This is an optimization exercise on Yosys and OpenROAD, whose aim is small area, a short achievable clock period and few clock cycles per item, not a production implementation. The RTL of this run was laid out without a check of its function. No activity file was given, so power comes from the tool's default toggle rates.

### flow/run.sh
#!/bin/bash
# synth_recipe.tcl (not shown) runs the flow's synth.tcl, then flattens the netlist and writes it again
# the make line also repeats each setting of config.mk as NAME=value (left out here)
make -C /OpenROAD-flow-scripts/flow DESIGN_CONFIG=/design/flow/config.mk WORK_HOME=/design/flow/orfs CLKGATE_MAP_FILE= SYNTH_SCRIPT=/design/flow/synth_recipe.tcl finish
### flow/constraint.sdc
create_clock -name core_clock -period 5.0 [get_ports {clk}]
set_input_delay 1.0000 -clock core_clock [delete_from_list [all_inputs] [get_ports {clk}]]
set_output_delay 1.0000 -clock core_clock [all_outputs]
set_load 0.01 [all_outputs]
### flow/config.mk
export PLATFORM = sky130hd
export DESIGN_NAME = fpdivsqrt
export DESIGN_NICKNAME = fpdivsqrt
export VERILOG_FILES = /design/flow/design.v
export SDC_FILE = /design/flow/constraint.sdc
export NUM_CORES = 4
export LEC_CHECK = 0
export ABC_CLOCK_PERIOD_IN_PS = 2500
export CAP_MARGIN = 20
export CORE_MARGIN = 2
export CORE_UTILIZATION = 40
export SETUP_SLACK_MARGIN = 1.5
export SLEW_MARGIN = 20
### flow/design.v
module fpdivsqrt (
    input  wire        clk,
    input  wire        rst,      
    input  wire        start,    
    input  wire        op,       
    input  wire [31:0] a,
    input  wire [31:0] b,
    output wire        ready,
    output wire        done,
    output reg  [31:0] result,
    output reg  [4:0]  flags
);
    localparam integer FR = 24;          
    localparam integer W  = FR + 3;      
    localparam [31:0] QNAN = 32'h7FC0_0000;
    wire        sa = a[31];
    wire        sb = b[31];
    wire [7:0]  ea = a[30:23];
    wire [7:0]  eb = b[30:23];
    wire [22:0] fa = a[22:0];
    wire [22:0] fb = b[22:0];
    wire a_zero = (ea == 8'd0);
    wire b_zero = (eb == 8'd0);
    wire a_max  = (ea == 8'hFF);
    wire b_max  = (eb == 8'hFF);
    wire a_fz   = (fa == 23'd0);
    wire b_fz   = (fb == 23'd0);
    wire a_inf  = a_max & a_fz;
    wire b_inf  = b_max & b_fz;
    wire a_nan  = a_max & ~a_fz;
    wire b_nan  = b_max & ~b_fz;
    wire a_snan = a_nan & ~fa[22];
    wire b_snan = b_nan & ~fb[22];
    reg  sp, sp_nan, sp_inf, sp_nv, sp_dz;
    always @(*) begin
        sp = 1'b1; sp_nan = 1'b0; sp_inf = 1'b0; sp_nv = 1'b0; sp_dz = 1'b0;
        if (!op) begin
            if (a_nan | b_nan) begin
                sp_nan = 1'b1; sp_nv = a_snan | b_snan;
            end else if (a_inf & b_inf) begin
                sp_nan = 1'b1; sp_nv = 1'b1;
            end else if (a_inf) begin
                sp_inf = 1'b1;
            end else if (b_inf) begin
            end else if (b_zero & a_zero) begin
                sp_nan = 1'b1; sp_nv = 1'b1;
            end else if (b_zero) begin
                sp_inf = 1'b1; sp_dz = 1'b1;
            end else if (a_zero) begin
            end else begin
                sp = 1'b0;
            end
        end else begin
            if (a_nan) begin
                sp_nan = 1'b1; sp_nv = a_snan;
            end else if (a_zero) begin
            end else if (sa) begin
                sp_nan = 1'b1; sp_nv = 1'b1;
            end else if (a_inf) begin
                sp_inf = 1'b1;
            end else begin
                sp = 1'b0;
            end
        end
    end
    wire [9:0]  div_exp = {2'b00, ea} + {2'b11, ~eb} + 10'd127;   
    wire [8:0]  sq_sum  = {1'b0, ea} + 9'd125;
    wire [9:0]  sq_exp  = {2'b00, sq_sum[8:1]};                   
    wire [24:0] sq_m1  = ea[0] ? {2'b00, fa} : {fa[22], ~fa[22], fa[21:0], 1'b0};
    wire [W-1:0] w_init = op ? {sq_m1, 2'b00} : {3'b001, fa, 1'b0};
    reg          busy;       
    reg          fin;        
    reg  [12:0]  md;         
    reg  [11:0]  ms;         
    reg          sign_q;
    reg  [9:0]   exp_q;      
    reg  [W-1:0] w;          
    reg  [W-1:0] pn;         
    reg  [25:0]  s;          
    reg          spq, spq_nan, spq_inf, spq_nv, spq_dz;
    assign ready = ~busy;
    wire   last  = md[12] | ms[11];
    reg [W-1:0] b1, b2;      
    reg [25:0]  k1, k2;      
    integer i;
    always @(*) begin
        b1 = {W{1'b0}};
        b2 = {W{1'b0}};
        k1 = 26'd0;
        k2 = 26'd0;
        for (i = 0; i < 12; i = i + 1) begin
            b1[FR-1-2*i] = ms[i];
            b2[FR-2-2*i] = ms[i];
            k1[24-2*i] = ms[i];
            k2[23-2*i] = ms[i];
        end
        for (i = 0; i < 13; i = i + 1) begin
            k1[25-2*i] = k1[25-2*i] | md[i];
            k2[24-2*i] = k2[24-2*i] | md[i];
        end
    end
    wire [W-1:0] f1n  = pn & ~b1;
    wire [W-1:0] f2bn = pn & ~b2;
    wire [W-1:0] f2an = pn & ~(b1 << 1) & ~b2;
    wire [W+2:0] a2n  = {2'b11, pn, 1'b1} & ~{2'b00, b1, 1'b0};
    wire [W+2:0] cx = {2'b00, w, 1'b1};
    wire [W+2:0] cy = a2n;
    wire [W+2:0] cz = {3'b111, f2an};
    wire [W+2:0] cs = cx ^ cy ^ cz;
    wire [W+2:0] cc = (cx & cy) | (cx & cz) | (cy & cz);
    wire [W:0]   t1;
    wire [W+1:0] t2b;
    wire [W+2:0] t2a;
    pfx_add #(W+1) u_t1  (.a({1'b0, w}), .b({1'b1, f1n}), .ci(1'b1), .s(t1));
    pfx_add #(W+2) u_t2b (.a({1'b0, w, 1'b0}), .b({2'b11, f2bn}), .ci(1'b1), .s(t2b));
    pfx_add #(W+3) u_t2a (.a(cs), .b({cc[W+1:0], 1'b1}), .ci(1'b0), .s(t2a));
    wire d1 = ~t1[W];
    wire d2 = d1 ? ~t2a[W+2] : ~t2b[W+1];
    reg [W-1:0] wn;
    always @(*) begin
        case ({d1, d2})
            2'b11:   wn = {t2a[W-2:0], 1'b0};
            2'b10:   wn = {t1[W-3:0], 2'b00};
            2'b01:   wn = {t2b[W-2:0], 1'b0};
            default: wn = {w[W-3:0], 2'b00};
        endcase
    end
    wire [25:0] sn = s | (d1 ? k1 : 26'd0) | (d2 ? k2 : 26'd0);
    wire        hi      = s[25];
    wire [22:0] frac    = hi ? s[24:2] : s[23:1];
    wire        rbit    = hi ? s[1] : s[0];
    wire        sticky  = (hi & s[0]) | (w != {W{1'b0}});
    wire        rinc    = rbit & (sticky | frac[0]);
    wire        inexact = rbit | sticky;
    wire [30:0] xin = {exp_q[7:0], frac};
    reg  [30:0] pa, pb;      
    integer d, n;
    always @(*) begin
        pa = {xin[29:0], 1'b1};
        for (d = 1; d < 31; d = d * 2) begin
            pb = pa;
            for (n = d; n < 31; n = n + 1)
                pb[n] = pa[n] & pa[n-d];
            pa = pb;
        end
    end
    wire [30:0] inc = xin ^ (pa & {31{rinc}});
    wire uf      = exp_q[9] | (exp_q == 10'd0);
    wire of_big  = ~exp_q[9] & (exp_q[8] | (exp_q[7:0] == 8'hFF));
    wire of_rnd  = (exp_q == 10'd254) & rinc & (&frac);
    assign done = fin;
    always @(*) begin
        if (spq) begin
            result = spq_nan ? QNAN : {sign_q, spq_inf ? 8'hFF : 8'h00, 23'd0};
            flags  = {3'b000, spq_dz, spq_nv};
        end else if (uf) begin
            result = {sign_q, 31'd0};
            flags  = 5'b11000;
        end else if (of_big) begin
            result = {sign_q, 8'hFF, 23'd0};
            flags  = 5'b10100;
        end else begin
            result = {sign_q, inc};
            flags  = {inexact, 1'b0, of_rnd, 2'b00};
        end
    end
    always @(posedge clk) begin
        if (rst) begin
            busy <= 1'b0;
            fin  <= 1'b0;
        end else begin
            if (!busy) begin
                busy <= start & ~sp;
                fin  <= start & sp;
            end else begin
                busy <= ~last;
                fin  <= last;
            end
        end
        if (!busy) begin
            md      <= {12'd0, ~op};
            ms      <= {11'd0, op};
            sign_q  <= op ? sa : (sa ^ sb);
            exp_q   <= op ? {1'b0, sq_exp} : div_exp;
            w       <= w_init;
            pn      <= op ? ~{2'b01, 25'd0} : ~{3'b001, fb, 1'b0};
            s       <= op ? {1'b1, 25'd0} : 26'd0;
            spq     <= sp;
            spq_nan <= sp_nan;
            spq_inf <= sp_inf;
            spq_nv  <= sp_nv;
            spq_dz  <= sp_dz;
        end else begin
            md <= md << 1;
            ms <= ms << 1;
            w  <= wn;
            s  <= sn;
            if (ms != 12'd0) pn <= ~{1'b0, sn};
            if (md[1] | ms[1]) exp_q <= exp_q + {9'd0, s[25]};
        end
    end
endmodule
module pfx_add #(
    parameter integer N = 8
) (
    input  wire [N-1:0] a,
    input  wire [N-1:0] b,
    input  wire         ci,
    output wire [N-1:0] s
);
    reg [N-1:0] g, p, gn, pn;
    integer d, i;
    always @(*) begin
        g = a & b;
        p = a ^ b;
        for (d = 1; d < N; d = d * 2) begin
            gn = g;
            pn = p;
            for (i = d; i < N; i = i + 1) begin
                if ((i / d) % 2 == 1) begin
                    gn[i] = g[i] | (p[i] & g[(i / d) * d - 1]);
                    pn[i] = p[i] & p[(i / d) * d - 1];
                end
            end
            g = gn;
            p = pn;
        end
    end
    wire [N-1:0] c = {g[N-2:0] | (p[N-2:0] & {(N-1){ci}}), ci};
    assign s = a ^ b ^ c;
endmodule
==> run summary <==
-- placed cells by master, fill, tap and decap left out, types with 42 or more instances in the layout --
cell type,instances
nor2_1,104
ha_1,91
inv_1,86
buf_4,86
nand2_1,81
a21oi_1,79
clkdlybuf4s50_1,70
xnor2_1,56
dfxtp_1,54
edfxtp_1,42
-- critical path, cell delays in order, from the launching register on --
cell and delay (ns):
dfxtp_4 0.37, buf_6 0.13, nand2b_4 0.13, a211o_1 0.29
or4b_4 0.58, nor4_4 0.24, nand4_1 0.19, buf_4 0.19
nor2_2 0.10, xnor2_1 0.12, a21oi_1 0.08, buf_2 0.15
-- Yosys cell counts (all sizes together) (30+ instances only) --
cell / number / area share [%]
dfxtp: 79 / 13
fa: 32 / 5.3
nor3: 36 / 1.5
nand2: 85 / 2.7
nor2: 116 / 3.7
o21ai: 52 / 2.2
a21o: 40 / 2.5
clkbuf: 52 / 1.6
a211oi: 36 / 2.3
a21oi: 90 / 3.7
xnor2: 61 / 4.4
nor2b: 33 / 1.7
inv: 88 / 2.7
nand2b: 30 / 1.6
ha: 100 / 10
mux2i: 43 / 3.6
and2: 42 / 2.2
xor2: 36 / 2.6
nand3: 38 / 1.6
edfxtp: 42 / 10
-- timing repair --
item,4_1_cts,5_1_grt
pin swaps,73,71
gates resized for setup,264,93
endpoints found under the setup margin,112,112
cloned,7,4
setup buffers,81,26
endpoints found under the hold margin,0,0
-- sequential cells by signal (all words and copies together) (netlist names), 10 cells and up --
register,cells
w,26
exp_q,10
pn,26
s,26
ms,12
md,13
-- metrics by stage --
step | worst slack, ns | power, mW | hold WS (ns)
after global placement | 0.7225 | 6.309 | 0.5017
after global routing | 0.7946 | 10.66 | 0.5482
after floorplan | 1.393 | 5.049 | 0.4794
final | 0.9768 | 10.16 | 0.5291
after detailed placement | 0.6805 | 6.344 | 0.5137
after CTS | 0.9903 | 9.141 | 0.5303
-- power groups by stage --
stage | combinational, mW | clock (mW) | sequential (mW)
finish | 7.43 | 1.31 | 1.42
global route | 7.86 | 1.36 | 1.44
CTS | 6.41 | 1.32 | 1.41
detailed placement | 4.90 | 0 | 1.44
global placement | 4.86 | 0 | 1.45
floorplan | 3.74 | 0 | 1.31
-- worst max-delay path by stage --
stage	end	slack [ns]	cells after the start
after floorplan	pn[2]	1.39	15
after global placement	result[25]	0.72	9
after detailed placement	result[27]	0.68	9
after CTS	result[27]	0.99	11
after global routing	result[27]	0.79	11
final	result[27]	0.98	11
-- cell type report --
class	instances	area [sq um]	area share (%)
well taps	390	488.0	3.017
flip-flops and latches	121	2889	17.86
multi-input cells	1161	9444	58.40
repair buffers	244	2402	14.85
clock buffers	20	500.5	3.095
clock inverters	12	112.6	0.6963
inverters	89	335.3	2.073
-- metal layers --
layer  share of wire [%]  vias to the layer above  routed length, microns
li1                    -                     5765                       -
met1                  45                     5892                   19690
met2                  46                      493                   20210
met3                 6.8                       79                    2995
met4                 2.7                        0                    1178
met5                   0                        -                       0
-- cell families (layout without fill, tap and decap cells) --
kind of cell    after synthesis  after routing  share of synthesized area (%)
compound gates              411            411                          24.28
mux                          46             46                          3.898
simple gates                474            475                          20.36
flops                       121            121                          23.49
fa+ha+maj                   132            132                          15.63
buf+inv                     159            365                          5.325
xor+xnor                     97             97                          7.020
==> run summary <==
Logic synthesis
Counting flops with an async set or reset pin after synthesis yields a share of 0%. Yosys mapped a number of flops with a built-in enable equal to 42. The Yosys step of the flow raised 4 warnings. Counting every instance in the synthesized netlist gives between 1000 and 1500. The most frequently used flop master after synthesis is dfxtp_1. Counting flops and latches in the post-synthesis netlist gives approximately 120.

After synthesis, the netlist uses 85 different library cells. Summing the sequential cell areas from Yosys gives a little under a quarter of the chip area. The cell area after technology mapping is approximately 0.012 sq mm. Counting every net in the synthesized netlist gives 1640. The average cell area after synthesis is between 8 and 9 sq um.

Global route
The number of antenna violations at the first check in global routing is 0. The global routing met1 resource utilization is about 37%. Entering global routing, the biggest net connects between 60 and 70 pins.

Global routing finished with a remaining overflow of 0. The via count of the first global-routing pass is around 11000. In the global route stage, met2 resource usage came out at between 40% and 50%. In the global route stage, met3 resource usage came out at ~3.9%.

The total track usage is 26.97%. In this run the most used layer during global routing was met2. The wire length of the first global-routing pass is roughly 65 mm.

Floorplanning
The full die area is between 0.03 and 0.04 sq mm. 107 I/O pins were placed. The floorplan core area is between 0.02 and 0.03 sq mm. The horizontal die dimension is approximately 180 microns. The die height is about 180 microns. The number of standard-cell rows in the floorplan is 63. Once the floorplan was initialized, standard cells occupied roughly two fifths of the core.

Worst setup path
The arrival time reported for the critical path endpoint is 3.02 ns. The destination of the worst register-to-register timing path is w[26]. STA classifies the critical path startpoint as a flip-flop. The startpoint identified for the worst register-to-register timing path is pn[16]. Along the worst path, the maximum fanout reaches 5. The number of cells traversed by the worst register-to-register path is 17. By startpoint and endpoint, the worst setup path is classified as flip-flop to primary output. The critical path endpoint category is a primary output. Across all register-to-register paths, the minimum setup slack is roughly 1.1 ns.

The critical path starts at s[25]. STA puts the critical path data required time at 4.00 ns.

Min path
The worst hold path begins at md[6]. The cell depth of the worst hold path is 1. The endpoint of the worst hold path is md[7]. The tightest min-delay check is of the flip-flop to flip-flop type.

Placement
The congestion estimate from routability-driven global placement came to ~0.92. Detailed placement finished with a half-perimeter wire length of ~30 mm. The cell area after placement is approximately 0.014 sq mm. During placement, the flow inserted port buffers numbering between 100 and 150.

Including well taps, the total number of placed cells is 1887.

Pwr
The leakage power is between 6 and 7 nW. The power per standard cell area is ~630 mW/mm^2. Net switching is between 40 and 50% of the power. The net switching power of the design is 4.706 mW. Combinational cells account for ~73% of the total power. Sequential cells account for approximately 14% of the total power. Across the VDD grid, the largest voltage drop is 468.9 uV. Of the total power, the clock network draws 12.9%. The cell-internal power is roughly 5.5 mW.

Layout
Once layout is complete, the utilization of the core stands at 54.42%. At the end of the flow, the number of nets in the layout was ~1800. The number of fillers in the final layout is approximately 2600.

After routing the design area is 0.01617 sq mm. For this run, the number of standard cells in the final layout without fillers is 2037. The post-synthesis to final-layout area growth is 33.63%. The final antenna diode count is 0. Cells with a size suffix above 1 make up between 20% and 30% of the layout.

Job
Across the run, the number of max-cap violations was 0.

Timing
The number of hold-slack violations in the final timing report is 0. Setup repair after global routing could not meet its margin everywhere. Setup violations remaining at the end of the flow were counted as 0. The worst pin sits at a relative slew slack of between 40% and 50%. Clock skew on the completed layout was measured at 0.007354 ns. The worst path uses around four fifths of the clock period. The final number of max-transition violations is 0. For this run, the top clock speed supported by timing is 0.2486 GHz. The time the worst path needs with I/O delays and setup is about 4 ns. Adding up every negative setup slack in the final design gives 0 ns. The transition time of the tightest slew-check pin is 0.8709 ns.

Clock network
TritonCTS built the clock tree. The clock passes through at most 2 buffers. The later pin in the worst-skew pair is clocked with a latency of around 0.44 ns. The number of hold buffers added after CTS is 0.

The CTS root buffer is clkbuf_16. The number of clock buffers added by TritonCTS is 17. The number of levels in the clock H-tree is 4. After clock tree synthesis, the clock-pin slew on the worst setup and hold paths is approximately 0.060 ns. The number of sinks on the clock net is approximately 120.

Route
For this block, the via count after detailed routing is 12230. Dividing the detail-routed via count by the number of cells gives 6.003. The total wire length is 44.07 mm. The DRC violation count after routing is 0. Dividing the detail-routed wire length by the instance count gives 21.64 microns.

For this block, the initial DRC count from the detailed router was approximately 1100. The count of TritonRoute iterations in the first routing pass is 6. In this run the remaining antenna-violating nets after routing total 0.

Run status
The run finished with no timing, DRC or antenna violations.

what the ideal ports hide:
The results above use ideal ports. As a check the final layout listed here was re-extracted and re-timed, cells and wires unchanged.
Step 1: set_driving_cell puts a clkbuf_16 on clk and a buf_2 on each other input, an assumption about the parent block.
Step 2 moves the port delays by t, midway between the first and last clock arrival at a register: inputs arrive t later, outputs are due t later. That takes back most of the time a late clock gives input paths.
Slacks: no drivers / after step 1 / after step 2; pairs: no drivers / after step 1.
t (ns): 0.484
setup WS [ns]: 0.977 / 0.930 / 1.139
worst setup path after step 2: register to register
worst register clock-pin slew, ns: 0.07 / 0.07
pins driven straight from the clock port: 1
After both steps setup and hold are still met in this run. For this run, drivers alone change the setup slack by -0.047 ns; drivers and shift together by +0.162 ns.
